This design comes from an exercise in tuning for small area and a short achievable clock period on the open sky130 flow, not from production work.
RTL that was checked went through simulation tests only; none was proved equivalent to the original.
Only the layout flow was run in run 1; the RTL was not checked for function there.
Power is estimated from default activity; no workload was simulated.

==> flow/design.v, too long to show whole: its modules and the start of the top module <==
// module welt_rx_flight: 1094 lines
module welt_rx_flight (
    input  wire         clk,
    input  wire         rst,           
    input  wire         cfg_enc,       
    input  wire         in_valid,
    input  wire [255:0] in_data,       
    output reg          s_valid,
    output reg  [2:0]   s_kind,
    output reg          s_fwd,
    output reg          s_hfail,
    output reg          f_valid,
    output reg  [1:0]   f_result,
    output reg          f_crc_ok,
    output reg          f_hdr_ok,
    output reg  [15:0]  f_fseq,
    output reg          f_fill_next,
    output wire [15:0]  f_ack_seq,
    output wire         f_nak,
    output wire [1:0]   f_nak_rpl
);
  // ...
==> flow/flow/run.sh <==
#!/bin/bash
# Layout flow: the standard ORFS flow (standard.sh, unchanged synthesis),
# with two placement/repair settings passed to ORFS through the environment:
#  - the port buffers that ORFS inserts on every input and output are
#    sky130_fd_sc_hd__buf_1 instead of the default pick (clkdlybuf4s50_1);
#  - timing repair works to a setup slack margin (SETUP_SLACK_MARGIN ns).
# The clock, its period and the I/O constraints are the standard flow's own.
set -euo pipefail
export BUFFER_PORTS_ARGS="-buffer_cell sky130_fd_sc_hd__buf_1"
export SETUP_SLACK_MARGIN=6.5
bash standard.sh > standard.log 2>&1
==> flow/standard.sh <==
#!/bin/bash
# synth_recipe.tcl (not shown) runs the flow's synth.tcl, then flattens the netlist and writes it again
# the make line also repeats each setting of config.mk as NAME=value (left out here)
make -C /OpenROAD-flow-scripts/flow DESIGN_CONFIG=/design/flow/config.mk WORK_HOME=/design/flow/orfs CLKGATE_MAP_FILE= SYNTH_SCRIPT=/design/flow/synth_recipe.tcl "${@:-finish}"
==> flow/config.mk <==
export PLATFORM = sky130hd
export DESIGN_NAME = welt_rx_flight
export DESIGN_NICKNAME = welt_rx_flight
export VERILOG_FILES = /design/flow/design.v
export SDC_FILE = /design/flow/constraint.sdc
export NUM_CORES = 4
export LEC_CHECK = 0
export CAP_MARGIN = 20
export CORE_MARGIN = 2
export CORE_UTILIZATION = 40
export SLEW_MARGIN = 20
==> flow/constraint.sdc <==
create_clock -name core_clock -period 10.0 [get_ports {clk}]
set_input_delay 2.0000 -clock core_clock [delete_from_list [all_inputs] [get_ports {clk}]]
set_output_delay 2.0000 -clock core_clock [all_outputs]
set_load 0.01 [all_outputs]
==> impl_metrics.csv, run 1 <==
group,metric,value,unit
sta,tightest_slew,1070,ps
critical_path,cp-startpoint,"in_data[26]",
synth,synth_mux_area_share,1.65,%
drt,highest_layer,"met5",
pwr,max-vdd-ir-drop,0.206,mV
outcome,status,"finished clean",
placed_design,placement.io_buffers,306,
drt,via_per_inst,6.30,
cells_and_area,synthToLayoutAreaGrowth,62.0,%
cells_and_area,nNonClkBuffers,893,
sta,setup_viol,0,
drt,drt-met1-wl,66300,µm
cells_and_area,utilization,65.1,%
synth,yosysTopAreaCellShare,34.0,%
global_routing,grt_use_met3,32.3,%
critical_path,cpPeakStageDelay,620,ps
sta,slew_headroom,28.6,%
critical_path,crit_path_end,"s[30]",
sta,finalHoldViolCount,0,
cells_and_area,fillCellCount,5229,
synth,synthTopCellsByArea,"xnor2_1 34%, xnor3_1 27%, dfxtp_1 10%, xor2_1 9.8%, xor3_1 3.4%",
cells_and_area,antenna_cells,6,
drt,routed_wl,212000,µm
cts,postCtsHoldBufs,0,
critical_path,r2r_cells,7,
cells_and_area,largest_reg_flops,32,
cells_and_area,num-nonclk-inverters,13,
cells_and_area,multiInputGateArea,32000,µm²
pwr,seq_cell_power,0.00144,W
cts,cts_max_path_buffers,2,
synth,ys_async_sr_fraction,0,%
synth,synthAdderAreaFrac,0.306,%
floorplanning,core_area,71100,µm²
cells_and_area,drive_gt1_share,49.8,%
synth,yosysMostFrequentCell,"xnor2_1",
critical_path,cp.depth,8,
job,cap_violations,0,
global_routing,grt_pass1_wl,263000,µm
sta,timing.fmax,236,MHz
==> run 2, diff against run 1 <==
--- a/flow/design.v
+++ b/flow/design.v
@@ -24,18 +24,22 @@
     localparam [2:0] K_FILL   = 3'd3;
     localparam [2:0] K_TAG    = 3'd4;
     localparam [2:0] K_SEAL   = 3'd5;
     localparam [1:0] R_ACCEPT  = 2'd0;
     localparam [1:0] R_EMPTY   = 2'd1;
     localparam [1:0] R_DISCARD = 2'd2;
     localparam [1:0] R_FAIL    = 2'd3;
     localparam [8:0] MAX_LEN = 9'd320;
-    wire         v1 = in_valid;
-    wire [255:0] d1 = in_data;
+    reg         v1;
+    reg [255:0] d1;
+    always @(posedge clk) begin
+        v1 <= in_valid && !rst;
+        d1 <= in_data;
+    end
     reg [8:0]  rem;         
     reg        rem_nz;      
     reg [8:0]  rem_saved;   
     reg        saved_nz;    
     reg        hfail_seen;
     reg [15:0] ack_seq;
     reg [15:0] ack_seq_p1;  
     reg        nak;
==> flow/flow/run.sh (replaced) <==
#!/bin/bash
# Layout flow: the standard ORFS flow (standard.sh, unchanged synthesis),
# with two ORFS settings passed through the environment:
#  - the port buffers that ORFS inserts on every input and output are
#    sky130_fd_sc_hd__buf_1 instead of ORFS's default pick (clkdlybuf4s50_1);
set -euo pipefail
export BUFFER_PORTS_ARGS="-buffer_cell sky130_fd_sc_hd__buf_1"
export SETUP_SLACK_MARGIN=6.5
bash standard.sh > standard.log 2>&1
==> flow/config.mk (replaced) <==
export PLATFORM = sky130hd
export DESIGN_NAME = welt_rx_flight
export DESIGN_NICKNAME = welt_rx_flight
export VERILOG_FILES = /design/flow/design.v
export SDC_FILE = /design/flow/constraint.sdc
export NUM_CORES = 4
export LEC_CHECK = 0
export CAP_MARGIN = 20
export CORE_MARGIN = 2
export CORE_UTILIZATION = 50
export SLEW_MARGIN = 20
==> run 2 against run 1 <==
Still clean. Non-clock buffer count decreased by 538. Cell count is 2.5% lower. Synthesized area is 11% higher. First-iteration DRC count rose by 12%. Clock power is 130% higher. Hold slack got worse by 1.8 ps. Critical path type is now reg2reg.
==> impl_metrics.csv, run 2 <==
group,metric,value,unit
outcome,status,"finished clean",
floorplanning,die_y,256,µm
global_routing,grt_pass1_wl,234000,µm
critical_path,critPathLaunchType,"flop",
drt,routed_wl,184000,µm
placed_design,dp_slack,5540,ps
drt,drtAntennaViolNets,0,
critical_path,cp.required,10370,ps
cts,cts.root.buffer_cell,"clkbuf_16",
critical_path,cpPeakStageDelay,690,ps
sta,period_needed,3800,ps
synth,synth_edf_count,32,
synth,synth_seq_cells,433,
placed_design,post-place-cells,4067,
cells_and_area,largest-register,"d1",
sta,timing.setup.tns,0,ps
critical_path,cp_common_cell,"xnor2_2",
cells_and_area,nets,3539,
critical_path,cp-startpoint,"d1[98]",
critical_path,crit_buf_inv,0,
critical_path,cp.depth,7,
drt,wl_per_cell,44.3,µm
critical_path,cp_top_family,"XOR/XNOR gates",
critical_path,arrival,4160,ps
synth,ys_async_sr_fraction,0,%
synth,synthTopCellsByArea,"xnor2_1 41%, dfxtp_1 25%, xor2_1 11%, xnor3_1 6.7%, edfxtp_1 3.0%",
synth,synth-main-ff-cell,"dfxtp_1",
floorplanning,pin_count,307,
cells_and_area,final_cell_mix,"1,398 x xnor2_1, 395 x xor2_1, 377 x dfxtp_1, 305 x buf_1, 99 x nor2_1",
drt,vias,25800,
synth,synth_cells,3042,
drt,first_pass_iters,6,
sta,finalHoldViolCount,0,
hold_path,hold_class,"reg2reg",
floorplanning,start_util,50.4,%
synth,synth_seq_area_share,28.3,%
synth,synth_top_area_cell,"xnor2_1",
placed_design,dpl.hpwl,153000,µm
critical_path,ff2ff_setup_slack,6200,ps
global_routing,grt_pass1_vias,24300,
sta,tightest_slew,1310,ps
cts,cts_max_level,2,
pwr,total_power,0.0134,W
cts,clkTransAtPathRegs,70,ps
cells_and_area,stdcell_count,4157,
floorplanning,rows,92,
hold_path,whs_path_depth,0,
critical_path,crit_path_end_kind,"flop",
critical_path,r2r_cells,7,
critical_path,crit_path_end,"s[1]",
cts,cts_sinks,433,
pwr,p_leak,13.0,nW
critical_path,r2r-start,"d1[98]",
global_routing,grtUsageTotal,54.9,%
synth,synth.top_cells.by_count,"1,477 x xnor2_1, 410 x xor2_1, 401 x dfxtp_1, 101 x nor2_1, 94 x xnor3_1",
critical_path,reg2reg_to,"s[1]",
pwr,max-vdd-ir-drop,0.180,mV
synth,synth_warnings,1,
placed_design,gp_congestion,1.24,
job,cap_violations,0,
synth,yosysMostFrequentCell,"xnor2_1",
sta,setup_viol,0,
drt,drcViolationCount,0,
cells_and_area,layout_commonest_cell,"xnor2_1",
synth,yosysTopAreaCellShare,40.7,%
sta,rsz0062_at_grt,"yes",
drt,via_per_inst,6.20,
sta,fin_skew,45.9,ps
sta,finalWorstSetupSlack,6200,ps
floorplanning,die-area,65600,µm²
cts,cts_made_buffers,47,
cts,postCtsHoldBufs,0,
placed_design,placement.io_buffers,306,
cells_and_area,drive_gt1_share,9.97,%
sta,maxSlewViolCount,0,
sta,holdWs,337,ps
synth,syn_area_per_cell,10.4,µm²
synth,ys_types,56,
sta,slew_headroom,11.9,%
drt,drt_iter0_markers,4640,
sta,timing.fmax,263,MHz
floorplanning,die_w,256,µm
floorplanning,core_area,63000,µm²
cts,tritoncts,"yes",
synth,netlist_area,31800,µm²
critical_path,cp_slowest_cell,"xor2_1",
cts,cts_max_path_buffers,3,
sta,fin_crit_sh,38.0,%
global_routing,antenna_found_initial,8,
cells_and_area,largest_reg_flops,256,
cells_and_area,top_regs,"d1: 256 flops, s: 32 flops, f2: 22 flops",
critical_path,crit_fanout,4,
pwr,powerDensity,371,nW/µm²
global_routing,grt_max_degree,72,
synth,syn_nets,3309,
critical_path,path_cells,"xnor2_2, xor2_2, xnor2_2, xor2_1, xnor2_1, xnor2_2, xnor2_1",
cts,clk_latency,650,ps
critical_path,critical_path_class,"reg2reg",
cells_and_area,synthToLayoutAreaGrowth,13.9,%
global_routing,grt.overflow.total,0,
## run 2: metrics by stage
stage               util [%]  instance area, µm²
global placement        53.3               33600
finish                  57.5               36200
detailed placement      53.4               33600
floorplan                  -               31800
CTS                     56.7               35700
global route            57.5               36200
## run 2: worst min-delay path by stage
stage,startpoint,endpoint
3_3_place_gp,fn2,f_fill_next
2_1_floorplan,fn2,f_fill_next
6_report,fn2,f_fill_next
3_5_place_dp,fn2,f_fill_next
5_1_grt,fn2,f_fill_next
4_1_cts,fn2,f_fill_next
## run 2: kinds of logic after synthesis
kind of cell | synth area share [%]
xor gates and xnor gates | 62.5
buffers and inverters | 2.71
AOI/OAI and AO/OA | 1.49
and+or+nand+nor | 4.59
DFF | 28.3
adders and majority gates | 0.276
muxes | 0.126
## run 2: what timing repair did
| item | CTS | global route |
|---|---|---|
| endpoints found under the hold margin | 0 | 0 |
| gates cloned | 1 | 0 |
| pin swaps | 0 | 1 |
| setup endpoints to repair | 83 | 88 |
| gates resized for setup | 71 | 61 |
| setup buffers | 0 | 0 |
## run 2: layer usage
metal  vias to the layer above  wire length, µm  GRT usage (%)
met3                       834            30800           30.7
met1                     12500            64200           63.8
met4                        12            20900           46.4
met2                      2574            68000           72.1
met5                         -              137           1.02
li1                       9872                -              -
## run 2: layout make-up
cell class	instances	area, µm²
antenna	1	2.50
clock buffer	60	1320
clock inverter	27	285
fill	5488	26800
inverter	9	33.8
multi-input combinational	2426	22900
sequential	433	9020
tap	846	1060
timing repair buffer	355	1550
## run 2: worst reg2reg max path, cell delays in order (launching register included)
cell and delay [ps]:
dfxtp_1 510, xnor2_2 580, xor2_2 280, xnor2_2 510, xor2_1 700, xnor2_1 220
xnor2_2 600, xnor2_1 130
## run 2: where the power goes
| part | total [W] | switching, W | internal (W) |
|---|---|---|---|
| logic | 0.00892 | 0.00487 | 0.00405 |
| clock network | 0.00182 | 0.000818 | 0.00101 |
| registers | 0.00268 | 0.000474 | 0.00221 |
| total | 0.0134 | 0.00616 | 0.00726 |
==> run 3, diff against run 2 <==
==> flow/flow/run.sh (replaced) <==
#!/bin/bash
# Layout flow: the standard ORFS flow (standard.sh, unchanged synthesis),
# with ORFS settings passed through the environment:
#  - the port buffers that ORFS inserts on every input and output are
#    sky130_fd_sc_hd__buf_1 instead of ORFS's default pick (clkdlybuf4s50_1);
#  - ORFS's timing repair works to a setup slack margin of SETUP_SLACK_MARGIN ns;
set -euo pipefail
export BUFFER_PORTS_ARGS="-buffer_cell sky130_fd_sc_hd__buf_1"
export SETUP_SLACK_MARGIN=6.5
export POST_RESIZE_TCL="$(pwd)/flow/post_resize.tcl"
bash standard.sh > standard.log 2>&1
==> flow/flow/post_resize.tcl (new file) <==
# ORFS hook after the placement-stage repair_design (3_4_place_resized), before
# detailed placement legalizes: repair setup timing towards the margin too.
log_cmd repair_timing -setup -setup_margin 6.5 -repair_tns 100 -verbose
==> run 3 against run 2 <==
Clock-buffer cell count grew 8. Synthesized area unchanged. Routed wire length about the same. Power decreased by 0.97%. Cell count hardly changed. Global-route usage down 0.11 points. Non-clock buffer count grew 6. Design area down 0.20%. Via count increased by 0.30%. Largest power group unchanged.
==> impl_metrics.csv, run 3 <==
group,metric,value,unit
critical_path,crit_path_end,"s[10]",
global_routing,antenna_found_initial,2,
drt,wl_per_cell,44.3,µm
synth,synth_top_area_cell,"xnor2_1",
synth,ys_async_sr_fraction,0,%
critical_path,crit_fanout,7,
cells_and_area,final-seq-area,9010,µm²
synth,synth_cells,3042,
placed_design,dp_slack,6340,ps
sta,timing.fmax,261,MHz
floorplanning,start_util,50.4,%
floorplanning,core_area,63000,µm²
sta,maxSlewViolCount,0,
pwr,max-vdd-ir-drop,0.231,mV
global_routing,grt_pass1_wl,233000,µm
critical_path,critPathLaunchType,"flop",
cells_and_area,layout_commonest_cell,"xnor2_1",
pwr,combPwrFrac,66.7,%
synth,ys_types,56,
synth,synth_seq_area_share,28.3,%
cells_and_area,synthToLayoutAreaGrowth,13.7,%
cells_and_area,nets,3544,
critical_path,cp-startpoint,"d1[32]",
synth,netlist_area,31800,µm²
cells_and_area,fillCellCount,5514,
global_routing,grt.overflow.total,0,
drt,drtAntennaViolNets,0,
sta,setup_viol,0,
cells_and_area,top_regs,"d1: 256 flops, s: 32 flops, f2: 22 flops",
cts,post_cts.repair.setup_buffers,0,
critical_path,r2r-start,"d1[32]",
cells_and_area,largest-register,"d1",
synth,yosysMostFrequentCell,"xnor2_1",
sta,fin_crit_sh,38.4,%
critical_path,cp.required,10380,ps
synth,synth.top_cells.by_count,"1,477 x xnor2_1, 410 x xor2_1, 401 x dfxtp_1, 101 x nor2_1, 94 x xnor3_1",
floorplanning,pin_count,307,
cells_and_area,drive_gt1_share,9.76,%
pwr,switchingPower,0.00609,W
cts,cts.root.buffer_cell,"clkbuf_16",
floorplanning,die-area,65600,µm²
cts,cts_max_path_buffers,3,
sta,timing.setup.tns,0,ps
drt,via_per_inst,6.21,
pwr,internal_power,0.00720,W
sta,finalWorstSetupSlack,6160,ps
synth,yosysTopAreaCellShare,40.7,%
synth,syn_nets,3309,
cts,cts_sinks,433,
synth,synth_warnings,1,
placed_design,placement.io_buffers,306,
sta,tightest_slew,1260,ps
critical_path,critical_path_class,"reg2reg",
job,cap_violations,0,
synth,synth_seq_cells,433,
cts,clk_latency,650,ps
cells_and_area,final_cell_mix,"1,397 x xnor2_1, 394 x xor2_1, 381 x dfxtp_1, 305 x buf_1, 99 x xnor2_2",
placed_design,dpl.hpwl,153000,µm
global_routing,grtUsageTotal,54.8,%
placed_design,gp_congestion,1.24,
pwr,p_seq_share,20.2,%
cts,clkTransAtPathRegs,60,ps
cells_and_area,largest_reg_flops,256,
critical_path,ff2ff_setup_slack,6160,ps
floorplanning,die_w,256,µm
pwr,p_leak,13.0,nW
drt,drcViolationCount,0,
sta,rsz0062_at_grt,"yes",
critical_path,reg2reg_to,"s[10]",
critical_path,crit_path_end_kind,"flop",
cts,cts_max_level,2,
pwr,p_clk_share,13.1,%
global_routing,grt_max_degree,72,
sta,finalHoldViolCount,0,
drt,routed_wl,184000,µm
global_routing,grt_pass1_vias,24300,
critical_path,r2r_cells,7,
synth,synth-main-ff-cell,"dfxtp_1",
floorplanning,rows,92,
drt,first_pass_iters,6,
sta,period_needed,3840,ps
cells_and_area,utilization,57.4,%
cts,tritoncts,"yes",
sta,slew_headroom,15.3,%
hold_path,hold_class,"reg2reg",
drt,drt_iter0_markers,4791,
pwr,p_sw_share,45.8,%
synth,syn_area_per_cell,10.4,µm²
drt,vias,25800,
floorplanning,die_y,256,µm
cts,cts_made_buffers,46,
pwr,powerDensity,368,nW/µm²
cells_and_area,multiInputGateArea,22900,µm²
synth,synthTopCellsByArea,"xnor2_1 41%, dfxtp_1 25%, xor2_1 11%, xnor3_1 6.7%, edfxtp_1 3.0%",
sta,fin_skew,63.1,ps
outcome,status,"finished clean",
critical_path,arrival,4210,ps
synth,synth_edf_count,32,
## run 3: final cells by class
class / instances / area share [%]
Antenna cell: 3 / 0.0208
Clock buffer: 68 / 3.78
Clock inverter: 13 / 0.398
Inverter: 9 / 0.0935
Multi-Input combinational cell: 2426 / 63.3
Sequential cell: 433 / 25.0
Tap cell: 846 / 2.93
Timing Repair Buffer: 361 / 4.48
## run 3: how the worst min path moves through the flow
| stage | startpoint | endpoint | cells after the start |
|---|---|---|---|
| after global placement | fn2 | f_fill_next | 0 |
| final | d1[2] | f2[2] | 0 |
| after global routing | d1[2] | f2[2] | 0 |
| after CTS | fn2 | f_fill_next | 0 |
| after detailed placement | fn2 | f_fill_next | 0 |
| after floorplan | fn2 | f_fill_next | 0 |
## run 3: logic make-up (layout without fill, tap and decap cells)
logic type | after synthesis | in the layout | synth area share, %
compound gates | 72 | 72 | 1.49
buf+inv | 184 | 451 | 2.71
fa+ha+maj | 7 | 7 | 0.276
xor+xnor | 2046 | 2046 | 62.5
mux | 4 | 4 | 0.126
other cells | 0 | 3 | 0
simple gates | 296 | 297 | 4.59
flops | 433 | 433 | 28.3
## run 3: timing repair
item / 4_1_cts / 5_1_grt
setup endpoints to repair: 13 / 71
hold buffers: 0 / 0
pin swaps: 0 / 1
gates resized for setup: 10 / 44
cloned: 0 / 1
## run 3: power by group through the flow
stage | Combinational [W] | Sequential, W | Clock, W
floorplan | 0.00598 | 0.00234 | 0
global placement | 0.00825 | 0.00267 | 0
detailed placement | 0.00827 | 0.00268 | 0
CTS | 0.00833 | 0.00264 | 0.00174
global route | 0.00887 | 0.00266 | 0.00181
finish | 0.00886 | 0.00269 | 0.00174
## run 3: per-layer routing
layer	wire (µm)	part of all wire [%]	GRT usage [%]
met3	30500	17	29.8
met5	333	0.18	2.85
met4	20100	11	45.6
met1	63900	35	63.9
met2	69500	38	72.6
## run 3: worst max-delay path, stage by stage, from the launching register on
cell and delay, ps:
dfxtp_1 850, xnor3_1 450, xor2_1 600, xnor3_1 640, xnor2_1 190, xnor3_1 530, xnor2_1 230, xnor2_1 90
## run 3: stage by stage
stage,instance area [µm²],hold slack (ps),total power [W],std cells
floorplan,31800,310,0.00833,3042
global placement,33600,314,0.0109,4066
detailed placement,34100,334,0.0109,4073
CTS,35700,344,0.0127,4154
global route,36100,369,0.0133,4156
finish,36100,362,0.0133,4159

-- what the ideal ports hide --
How much do the figures lean on ideal ports? The routed layouts below were timed once more, with nothing changed but the port constraints. Step 1 (the two cells are an assumption about what drives the block):
set clk [get_ports {clk}]
set_driving_cell -lib_cell sky130_fd_sc_hd__clkbuf_16 $clk
set_driving_cell -lib_cell sky130_fd_sc_hd__buf_2 [delete_from_list [all_inputs] $clk]
Step 2 adds t to the input delays and takes it off the output delays; t is the mean of the earliest and latest rising clock arrival at the registers after step 1. Input paths then give back, and output paths get back, about the clock's delay inside the block. Three values: ideal, step 1, step 2; two values: the first two.
run | shift t [ns] | setup slack, ns | worst hold slack (ns) | worst setup path at the end | cell pins on the clock port's net
run 1 | 0.591 | 5.769 / 5.792 / 5.201 | 0.338 / 0.338 / 0.338 | input to register | 1
run 2 | 0.695 | 6.204 / 6.204 / 6.204 | 0.337 / 0.337 / 0.337 | register to register | 1
run 3 | 0.678 | 6.162 / 6.162 / 6.162 | 0.362 / 0.362 / 0.362 | register to register | 1
After both steps every run listed still meets setup and hold. For run 1, which loses most, drivers alone change the setup slack by +0.023 ns; drivers and shift together by -0.568 ns.
